What follows belongs to an exercise in optimizing a design on an open flow for small area; a production flow would make more cautious choices.
The RTL was checked by simulation tests, not by an equivalence proof against the original design.
Power figures rest on the tool's default switching activity, not on a simulated workload.

==> v33 <==
==> flow/design.v (excerpt) <==
module cw_acc_bank (
    input  wire         clk,
    input  wire         rst,
    input  wire         smp_valid,
    input  wire [2:0]   smp_ch,
    input  wire [15:0]  smp_code,
    input  wire         abt_valid,
    input  wire [2:0]   abt_ch,
    input  wire [1:0]   tb_period,
    input  wire [1:0]   tb_half,
    input  wire [5:0]   hs,
    input  wire         cfg_we,
    input  wire [2:0]   cfg_acc,
    input  wire [2:0]   cfg_input,
    input  wire [2:0]   cfg_closure,
    input  wire         cfg_tbase,
    input  wire [1:0]   cfg_gate,
    input  wire [7:0]   cfg_garg,
    input  wire [23:0]  cfg_length,
    input  wire         cfg_run,
    output reg          cfg_range,
    output wire [7:0]   acc_run,
    output wire [7:0]   rec_valid,
    output wire [319:0] rec_sum,
    output wire [447:0] rec_sumsq,
    output wire [191:0] rec_count,
    output wire [127:0] rec_min,
    output wire [127:0] rec_max,
    output wire [127:0] rec_aborts,
    output wire [31:0]  rec_flags
);
clock: 12.0 ns
lec_check: 0
cap_margin: 20
core_margin: 2
core_utilization: 30
place_density: 0.4
slew_margin: 20
run.sh (not shown) runs the stock make flow with config.mk's settings and CLKGATE_MAP_FILE= SYNTH_SCRIPT=/design/flow/synth_recipe.tcl, a recipe that flattens the netlist after the stock synthesis.
==> v11: changes against v33 <==
--- a/flow/design.v
+++ b/flow/design.v
@@ -30,11 +30,11 @@
 );
     localparam CL_PERIOD = 2'd0, CL_HALF = 2'd1, CL_TIME = 2'd2, CL_ONESHOT = 2'd3;
     reg [2:0]  a_input;
     reg [1:0]  a_closure;
     reg [4:0]  a_g;
-    reg [23:0] a_nlen;
+    reg        a_ntb;         
     reg        p_valid;
     reg [2:0]  p_input;
     reg [1:0]  p_closure;
     reg [4:0]  p_g;
     reg [23:0] p_nlen;
@@ -43,11 +43,10 @@
     reg [23:0] w_count;
     reg [15:0] w_min;
     reg [15:0] w_max;
     reg [15:0] w_aborts;
     reg        w_sat;
-    reg        w_part;
     reg        pend_hit;
     reg        pend_ab;
     reg        lag;           
     reg [23:0] u;
     wire wr    = cfg_wr & cfg_run;
@@ -62,12 +61,12 @@
     wire r_zero = u_hi1 & u[0];
     wire r_one  = u_hi1 & ~u[0];
     reg edge_close;
     always @(*) begin
         case (a_closure)
-            CL_PERIOD: edge_close = tb_period[~a_nlen[0]];
-            CL_HALF:   edge_close = tb_half[~a_nlen[0]];
+            CL_PERIOD: edge_close = tb_period[~a_ntb];
+            CL_HALF:   edge_close = tb_half[~a_ntb];
             CL_TIME:   edge_close = r_zero;
             default:   edge_close = 1'b0;
         endcase
     end
     wire strobe_close = running & ~stop & edge_close;
@@ -113,15 +112,14 @@
     cw_inc #(.N(16)) u_aborts (.a(b_aborts), .ci(a_ab & ~&b_aborts), .s(n_aborts));
     wire ovf_close  = a_hit & sel_w & (&w_count[23:1]) & ~w_count[0];
     wire shot_close = a_hit & running & (a_closure == CL_ONESHOT) & r_one;
     wire smp_close  = ovf_close | shot_close;
     wire        take    = use_new | (smp_close & pe_valid);
-    wire [23:0] a_nlen_d = take ? pe_nlen : a_nlen;
     wire        dec     = ~e_closure[0] | hit;
     wire [23:0] u_next;
     cw_inc #(.N(24)) u_u (
-        .a((start | strobe_close | smp_close) ? a_nlen_d : u),
+        .a((start | strobe_close | smp_close) ? pe_nlen : u),
         .ci(dec & ~smp_close), .s(u_next));
     always @(posedge clk) begin
         if (rst) begin
             running   <= 1'b0;
             p_valid   <= 1'b0;
@@ -154,22 +152,21 @@
     always @(posedge clk) begin
         if (take) begin
             a_input   <= pe_input;
             a_closure <= pe_closure;
             a_g       <= pe_g;
+            a_ntb     <= pe_nlen[0];
         end
-        a_nlen <= a_nlen_d;
         if (wr) begin
             p_input   <= cfg_input;
             p_closure <= cfg_closure;
             p_g       <= cfg_g;
             p_nlen    <= cfg_nlen;
         end
         u <= u_next;
     end
     always @(posedge clk) begin
-        w_part   <= stop;
         lag      <= a_hit;
         w_sum    <= b_sum;
         w_sumsq  <= b_sumsq;
         w_count  <= n_count;
         w_min    <= b_min;
@@ -181,11 +178,11 @@
     assign rec_sumsq  = {2'b00, c_sumsq};
     assign rec_count  = w_count;
     assign rec_min    = c_min;
     assign rec_max    = c_max;
     assign rec_aborts = w_aborts;
-    assign rec_flags  = {|w_aborts, w_part, c_sat, &w_count};
+    assign rec_flags  = {|w_aborts, ~running & ~lag, c_sat, &w_count};
 endmodule
 module cw_add #(
     parameter N  = 32,
     parameter K0 = 8,
     parameter K  = 8
==> flow/flow/run.sh (new file) <==
#!/bin/bash
# The standard layout (the standard.sh: the standard synthesis, then
# floorplan, placement, CTS, routing and finish), with two changes:
#  - port buffers of the smallest buffer cell (buffer_ports -buffer_cell)
#    rather than the delay-cell buffer buffer_ports picks by default;
#  - CTS without dummy loads and with sink clusters of at most 20 flip-flops
#    within 150 um.
# make's full output goes to standard_flow.log here; each ORFS step keeps its
# own log under orfs/logs.
set -euo pipefail
bash standard.sh \
    "BUFFER_PORTS_ARGS=-buffer_cell sky130_fd_sc_hd__buf_1" \
    "CTS_ARGS=-sink_clustering_enable -repair_clock_nets -dont_use_dummy_load -sink_clustering_size 20 -sink_clustering_max_diameter 150" \
    finish > standard_flow.log 2>&1
==> flow/standard.sh (new file) <==
#!/bin/bash
# synth_recipe.tcl (not shown) runs the flow's synth.tcl, then flattens the netlist and writes it again
# the make line also repeats each setting of config.mk as NAME=value (left out here)
make -C /OpenROAD-flow-scripts/flow DESIGN_CONFIG=/design/flow/config.mk WORK_HOME=/design/flow/orfs CLKGATE_MAP_FILE= SYNTH_SCRIPT=/design/flow/synth_recipe.tcl "${@:-finish}"
- CORE_UTILIZATION: 30 -> 45
- PLACE_DENSITY: 0.4 -> 0.55
removed: flow/run.sh
==> comparison table <==
                                                                                     v33                          v11
Fmax                                                                            85.8 MHz                     87.4 MHz
Tmin final                                                                      11.65 ns                     11.45 ns
Area of the die                                                                0.391 mm²                    0.244 mm²
Proportion of synthesized area in mux cells                                       0.0673                       0.0467
CTS buffer count                                                                     284                          109
Count of inverters other than clock inverters in the layout                          791                          783
Master of the slowest instance on the critical path                      clkdlybuf4s50_1                       or4b_1
P_int                                                                           13400 µW                      8990 µW
Switching part of the total power                                                  0.271                        0.284
Max Buffers Root-to-Sink                                                               4                            3
Number of standard cells after synthesis                                           12500                        11700
Adder-cell area share of the yosys netlist                                         0.168                        0.180
Wire length on met3                                                             34200 µm                     40800 µm
Fraction of standard cell area in multi-input logic                                0.448                        0.515
Worst supply voltage drop on vdd                                                  111 µV                       137 µV
Power dissipated in sequential cells                                             7790 µW                      7060 µW
Y dimension of the die                                                            625 µm                       494 µm
EDFF count, synth                                                                     80                           88
Global-route total usage across every layer                                        0.258                        0.346
Met1 track demand over resource in global routing                                  0.321                        0.422
Worst-case headroom to the max-slew limit                                          0.257                        0.225
Final weighted congestion in routability-driven placement                          0.899                        0.979
Run status                                              no timing/DRC/antenna violations  no timing/DRC/antenna violations
Power in the clock group                                                         8880 µW                      3920 µW
Worst hold path endpoint                                     g_acc[4].u_acc.p_closure[1]  g_acc[2].u_acc.p_closure[1]
Total cell area at the placement stage                                         0.136 mm²                    0.116 mm²
Final nets                                                                         15100                        14100


==> run a <==
cw_acc_bank again, from the RTL that the note above started with.
==> flow/config.mk <==
export PLATFORM = sky130hd
export DESIGN_NAME = cw_acc_bank
export DESIGN_NICKNAME = cw_acc_bank
export VERILOG_FILES = /design/flow/design.v
export SDC_FILE = /design/flow/constraint.sdc
export NUM_CORES = 4
export LEC_CHECK = 0
export CAP_MARGIN = 20
export CORE_MARGIN = 2
export CORE_UTILIZATION = 30
export PLACE_DENSITY = 0.4
export SLEW_MARGIN = 20
==> flow/constraint.sdc <==
create_clock -name core_clock -period 12.0 [get_ports {clk}]
set_input_delay 2.4000 -clock core_clock [delete_from_list [all_inputs] [get_ports {clk}]]
set_output_delay 2.4000 -clock core_clock [all_outputs]
set_load 0.01 [all_outputs]
standard.sh (not shown) runs the stock make flow with config.mk's settings and CLKGATE_MAP_FILE= SYNTH_SCRIPT=/design/flow/synth_recipe.tcl, a recipe that flattens the netlist after the stock synthesis.
==> flow/flow/run.sh <==
#!/bin/bash
# The standard layout (the standard.sh: the standard synthesis, then
# floorplan, placement, CTS, routing and finish), with two changes:
#  - port buffers of the smallest buffer cell (buffer_ports -buffer_cell)
#    rather than the delay-cell buffer buffer_ports picks by default;
#  - CTS without dummy loads and with sink clusters of at most 20 flip-flops
#    within 100 um.
# make's full output goes to standard_flow.log here; each ORFS step keeps its
# own log under orfs/logs.
set -euo pipefail
bash standard.sh \
    "BUFFER_PORTS_ARGS=-buffer_cell sky130_fd_sc_hd__buf_1" \
    "CTS_ARGS=-sink_clustering_enable -repair_clock_nets -dont_use_dummy_load -sink_clustering_size 20 -sink_clustering_max_diameter 100" \
    finish > standard_flow.log 2>&1
==> run b (differences from run a) <==
--- a/flow/design.v
+++ b/flow/design.v
@@ -27,30 +27,29 @@
     output wire [15:0] rec_max,
     output wire [15:0] rec_aborts,
     output wire [3:0]  rec_flags      
 );
     localparam CL_PERIOD = 2'd0, CL_HALF = 2'd1, CL_TIME = 2'd2, CL_ONESHOT = 2'd3;
     reg [2:0]  a_input;
     reg [1:0]  a_closure;
     reg [4:0]  a_g;
-    reg [23:0] a_nlen;
+    reg        a_ntb;         
     reg        p_valid;
     reg [2:0]  p_input;
     reg [1:0]  p_closure;
     reg [4:0]  p_g;
     reg [23:0] p_nlen;
     reg [39:0] w_sum;
     reg [53:0] w_sumsq;
     reg [23:0] w_count;
     reg [15:0] w_min;
     reg [15:0] w_max;
     reg [15:0] w_aborts;
     reg        w_sat;
-    reg        w_part;
     reg        pend_hit;
     reg        pend_ab;
     reg        lag;           
     reg [23:0] u;
     wire wr    = cfg_wr & cfg_run;
     wire stop  = running & cfg_wr & ~cfg_run;
     wire start = ~running & wr;
     wire        pe_valid   = wr | p_valid;
@@ -59,18 +58,18 @@
     wire [4:0]  pe_g       = wr ? cfg_g       : p_g;
     wire [23:0] pe_nlen    = wr ? cfg_nlen    : p_nlen;
     wire u_hi1  = &u[23:1];
     wire r_zero = u_hi1 & u[0];
     wire r_one  = u_hi1 & ~u[0];
     reg edge_close;
     always @(*) begin
         case (a_closure)
-            CL_PERIOD: edge_close = tb_period[~a_nlen[0]];
-            CL_HALF:   edge_close = tb_half[~a_nlen[0]];
+            CL_PERIOD: edge_close = tb_period[~a_ntb];
+            CL_HALF:   edge_close = tb_half[~a_ntb];
             CL_TIME:   edge_close = r_zero;
             default:   edge_close = 1'b0;
         endcase
     end
     wire strobe_close = running & ~stop & edge_close;
     wire        use_new   = start | (strobe_close & pe_valid);
     wire [2:0]  e_input   = use_new ? pe_input   : a_input;
     wire [1:0]  e_closure = use_new ? pe_closure : a_closure;
@@ -110,21 +109,20 @@
     wire [23:0] n_count;
     wire [15:0] n_aborts;
     cw_inc #(.N(24)) u_count (.a(b_count), .ci(a_hit), .s(n_count));
     cw_inc #(.N(16)) u_aborts (.a(b_aborts), .ci(a_ab & ~&b_aborts), .s(n_aborts));
     wire ovf_close  = a_hit & sel_w & (&w_count[23:1]) & ~w_count[0];
     wire shot_close = a_hit & running & (a_closure == CL_ONESHOT) & r_one;
     wire smp_close  = ovf_close | shot_close;
     wire        take    = use_new | (smp_close & pe_valid);
-    wire [23:0] a_nlen_d = take ? pe_nlen : a_nlen;
     wire        dec     = ~e_closure[0] | hit;
     wire [23:0] u_next;
     cw_inc #(.N(24)) u_u (
-        .a((start | strobe_close | smp_close) ? a_nlen_d : u),
+        .a((start | strobe_close | smp_close) ? pe_nlen : u),
         .ci(dec & ~smp_close), .s(u_next));
     always @(posedge clk) begin
         if (rst) begin
             running   <= 1'b0;
             p_valid   <= 1'b0;
             rec_valid <= 1'b0;
             pend_hit  <= 1'b0;
             pend_ab   <= 1'b0;
@@ -151,44 +149,43 @@
             end
         end
     end
     always @(posedge clk) begin
         if (take) begin
             a_input   <= pe_input;
             a_closure <= pe_closure;
             a_g       <= pe_g;
+            a_ntb     <= pe_nlen[0];
         end
-        a_nlen <= a_nlen_d;
         if (wr) begin
             p_input   <= cfg_input;
             p_closure <= cfg_closure;
             p_g       <= cfg_g;
             p_nlen    <= cfg_nlen;
         end
         u <= u_next;
     end
     always @(posedge clk) begin
-        w_part   <= stop;
         lag      <= a_hit;
         w_sum    <= b_sum;
         w_sumsq  <= b_sumsq;
         w_count  <= n_count;
         w_min    <= b_min;
         w_max    <= b_max;
         w_aborts <= n_aborts;
         w_sat    <= b_sat;
     end
     assign rec_sum    = c_sum;
     assign rec_sumsq  = {2'b00, c_sumsq};
     assign rec_count  = w_count;
     assign rec_min    = c_min;
     assign rec_max    = c_max;
     assign rec_aborts = w_aborts;
-    assign rec_flags  = {|w_aborts, w_part, c_sat, &w_count};
+    assign rec_flags  = {|w_aborts, ~running & ~lag, c_sat, &w_count};
 endmodule
 module cw_add #(
     parameter N  = 32,
     parameter K0 = 8,
     parameter K  = 8
 ) (
     input  wire [N-1:0] a,
     input  wire [N-1:0] b,
==> flow/config.mk (replaced) <==
export PLATFORM = sky130hd
export DESIGN_NAME = cw_acc_bank
export DESIGN_NICKNAME = cw_acc_bank
export VERILOG_FILES = /design/flow/design.v
export SDC_FILE = /design/flow/constraint.sdc
export NUM_CORES = 4
export LEC_CHECK = 0
export CAP_MARGIN = 20
export CORE_MARGIN = 2
export CORE_UTILIZATION = 45
export PLACE_DENSITY = 0.55
export SLEW_MARGIN = 20
==> run c (differences from run a) <==
--- a/flow/design.v
+++ b/flow/design.v
@@ -27,30 +27,29 @@
     output wire [15:0] rec_max,
     output wire [15:0] rec_aborts,
     output wire [3:0]  rec_flags      
 );
     localparam CL_PERIOD = 2'd0, CL_HALF = 2'd1, CL_TIME = 2'd2, CL_ONESHOT = 2'd3;
     reg [2:0]  a_input;
     reg [1:0]  a_closure;
     reg [4:0]  a_g;
-    reg [23:0] a_nlen;
+    reg        a_ntb;         
     reg        p_valid;
     reg [2:0]  p_input;
     reg [1:0]  p_closure;
     reg [4:0]  p_g;
     reg [23:0] p_nlen;
     reg [39:0] w_sum;
     reg [53:0] w_sumsq;
     reg [23:0] w_count;
     reg [15:0] w_min;
     reg [15:0] w_max;
     reg [15:0] w_aborts;
     reg        w_sat;
-    reg        w_part;
     reg        pend_hit;
     reg        pend_ab;
     reg        lag;           
     reg [23:0] u;
     wire wr    = cfg_wr & cfg_run;
     wire stop  = running & cfg_wr & ~cfg_run;
     wire start = ~running & wr;
     wire        pe_valid   = wr | p_valid;
@@ -59,18 +58,18 @@
     wire [4:0]  pe_g       = wr ? cfg_g       : p_g;
     wire [23:0] pe_nlen    = wr ? cfg_nlen    : p_nlen;
     wire u_hi1  = &u[23:1];
     wire r_zero = u_hi1 & u[0];
     wire r_one  = u_hi1 & ~u[0];
     reg edge_close;
     always @(*) begin
         case (a_closure)
-            CL_PERIOD: edge_close = tb_period[~a_nlen[0]];
-            CL_HALF:   edge_close = tb_half[~a_nlen[0]];
+            CL_PERIOD: edge_close = tb_period[~a_ntb];
+            CL_HALF:   edge_close = tb_half[~a_ntb];
             CL_TIME:   edge_close = r_zero;
             default:   edge_close = 1'b0;
         endcase
     end
     wire strobe_close = running & ~stop & edge_close;
     wire        use_new   = start | (strobe_close & pe_valid);
     wire [2:0]  e_input   = use_new ? pe_input   : a_input;
     wire [1:0]  e_closure = use_new ? pe_closure : a_closure;
@@ -110,21 +109,20 @@
     wire [23:0] n_count;
     wire [15:0] n_aborts;
     cw_inc #(.N(24)) u_count (.a(b_count), .ci(a_hit), .s(n_count));
     cw_inc #(.N(16)) u_aborts (.a(b_aborts), .ci(a_ab & ~&b_aborts), .s(n_aborts));
     wire ovf_close  = a_hit & sel_w & (&w_count[23:1]) & ~w_count[0];
     wire shot_close = a_hit & running & (a_closure == CL_ONESHOT) & r_one;
     wire smp_close  = ovf_close | shot_close;
     wire        take    = use_new | (smp_close & pe_valid);
-    wire [23:0] a_nlen_d = take ? pe_nlen : a_nlen;
     wire        dec     = ~e_closure[0] | hit;
     wire [23:0] u_next;
     cw_inc #(.N(24)) u_u (
-        .a((start | strobe_close | smp_close) ? a_nlen_d : u),
+        .a((start | strobe_close | smp_close) ? pe_nlen : u),
         .ci(dec & ~smp_close), .s(u_next));
     always @(posedge clk) begin
         if (rst) begin
             running   <= 1'b0;
             p_valid   <= 1'b0;
             rec_valid <= 1'b0;
             pend_hit  <= 1'b0;
             pend_ab   <= 1'b0;
@@ -151,44 +149,43 @@
             end
         end
     end
     always @(posedge clk) begin
         if (take) begin
             a_input   <= pe_input;
             a_closure <= pe_closure;
             a_g       <= pe_g;
+            a_ntb     <= pe_nlen[0];
         end
-        a_nlen <= a_nlen_d;
         if (wr) begin
             p_input   <= cfg_input;
             p_closure <= cfg_closure;
             p_g       <= cfg_g;
             p_nlen    <= cfg_nlen;
         end
         u <= u_next;
     end
     always @(posedge clk) begin
-        w_part   <= stop;
         lag      <= a_hit;
         w_sum    <= b_sum;
         w_sumsq  <= b_sumsq;
         w_count  <= n_count;
         w_min    <= b_min;
         w_max    <= b_max;
         w_aborts <= n_aborts;
         w_sat    <= b_sat;
     end
     assign rec_sum    = c_sum;
     assign rec_sumsq  = {2'b00, c_sumsq};
     assign rec_count  = w_count;
     assign rec_min    = c_min;
     assign rec_max    = c_max;
     assign rec_aborts = w_aborts;
-    assign rec_flags  = {|w_aborts, w_part, c_sat, &w_count};
+    assign rec_flags  = {|w_aborts, ~running & ~lag, c_sat, &w_count};
 endmodule
 module cw_add #(
     parameter N  = 32,
     parameter K0 = 8,
     parameter K  = 8
 ) (
     input  wire [N-1:0] a,
     input  wire [N-1:0] b,
==> flow/flow/run.sh (replaced) <==
#!/bin/bash
# The standard layout (the standard.sh: the standard synthesis, then
# floorplan, placement, CTS, routing and finish), with two changes:
#  - port buffers of the smallest buffer cell (buffer_ports -buffer_cell)
#    rather than the delay-cell buffer buffer_ports picks by default;
#  - CTS without dummy loads and with sink clusters of at most 25 flip-flops
#    within 120 um.
# make's full output goes to standard_flow.log here; each ORFS step keeps its
# own log under orfs/logs.
set -euo pipefail
bash standard.sh \
    "BUFFER_PORTS_ARGS=-buffer_cell sky130_fd_sc_hd__buf_1" \
    "CTS_ARGS=-sink_clustering_enable -repair_clock_nets -dont_use_dummy_load -sink_clustering_size 25 -sink_clustering_max_diameter 120" \
    finish > standard_flow.log 2>&1
==> flow/config.mk (replaced) <==
export PLATFORM = sky130hd
export DESIGN_NAME = cw_acc_bank
export DESIGN_NICKNAME = cw_acc_bank
export VERILOG_FILES = /design/flow/design.v
export SDC_FILE = /design/flow/constraint.sdc
export NUM_CORES = 4
export LEC_CHECK = 0
export CAP_MARGIN = 20
export CORE_MARGIN = 2
export CORE_UTILIZATION = 60
export PLACE_DENSITY = 0.7
export SLEW_MARGIN = 20
==> notes.md <==
| quantity | run b | run a | run c |
|---|---|---|---|
| Fraction of the yosys area taken by sequential cells | 37.6% | 38.3% | 37.6% |
| Total area of sequential cells | 40600 um2 | 44400 um2 | 40600 um2 |
| Detailed-routing wirelength on met1 | 172000 um | 208000 um | 154000 um |
| Maximum vdd ir drop | 0.119 mV | 0.108 mV | 0.103 mV |
| Simple logic cell fraction of the synthesized area | 19.2% | 18.4% | 19.2% |
| Capturing element of the worst setup path | rec_sum[38] | rec_sum[278] | rec_sumsq[109] |
| Leakage power figure | 50.5 nW | 54.6 nW | 50.4 nW |
| Gp weighted congestion | 0.979 | 0.896 | 1.04 |
| Yosys top cell area share | 35.1% | 36.2% | 35.1% |
| Post-synth EDFFs | 88 | 80 | 88 |
| Non-clock buffer share of cell area | 6.16% | 5.91% | 6.48% |
| Wire length of the first global-routing pass | 618000 um | 698000 um | 598000 um |
| Nets@finish | 14152 | 14925 | 14164 |
| Run status | no timing/DRC/antenna violations | no timing/DRC/antenna violations | no timing/DRC/antenna violations |
| Layout sequential cell count | 1982 | 2174 | 1982 |
| Cell with the most instances after synthesis | nand2_1 | dfxtp_1 | nand2_1 |
| Setup slack after placement | 0.257 ns | 0.860 ns | 0.413 ns |
| Power Internal | 9.07 mW | 10.3 mW | 8.72 mW |
| Met2 wire length | 196000 um | 242000 um | 176000 um |
| Multiplexer area fraction after synthesis | 4.67% | 6.73% | 4.67% |
| Insertion delay to the later sink of the worst-skew pair | 0.85 ns | 0.90 ns | 0.80 ns |

-- separate check: timing with driven ports --
In the flow no input, the clock included, has a driving cell. The finished layouts below were timed again as built, in two steps.
Step 1 assumes that a clkbuf_16 drives the clock port and a buf_2 every other input.
Step 2 adds t to the input delays and takes it off the output delays; t is the mean of the earliest and latest rising clock arrival at the registers after step 1. Input paths then give back, and output paths get back, about the clock's delay inside the block.
Slacks: no drivers / after step 1 / after step 2; pairs: no drivers / after step 1.
| run | shift t [ns] | slack for setup (ns) | worst setup path at the end | clock arrival spread, ns | worst register clock-pin slew, ns |
|---|---|---|---|---|---|
| v33 | 1.014 | 0.347 / 0.238 / -0.011 | input to register | 0.074 / 0.074 | 0.07 / 0.07 |
| v11 | 0.894 | 0.555 / 0.454 / 0.215 | input to register | 0.117 / 0.117 | 0.10 / 0.10 |
| run a | 0.964 | 0.468 / 0.354 / 0.791 | input to register | 0.138 / 0.138 | 0.10 / 0.10 |
| run b | 0.893 | 0.597 / 0.495 / 0.213 | input to register | 0.117 / 0.117 | 0.10 / 0.10 |
| run c | 0.843 | 0.506 / 0.437 / 0.292 | input to register | 0.073 / 0.073 | 0.11 / 0.11 |
Met with ideal ports but missed after step 2: setup timing in v33. The setup slack of run b, which loses most, moves by -0.102 ns with the drivers and by -0.384 ns with both steps.
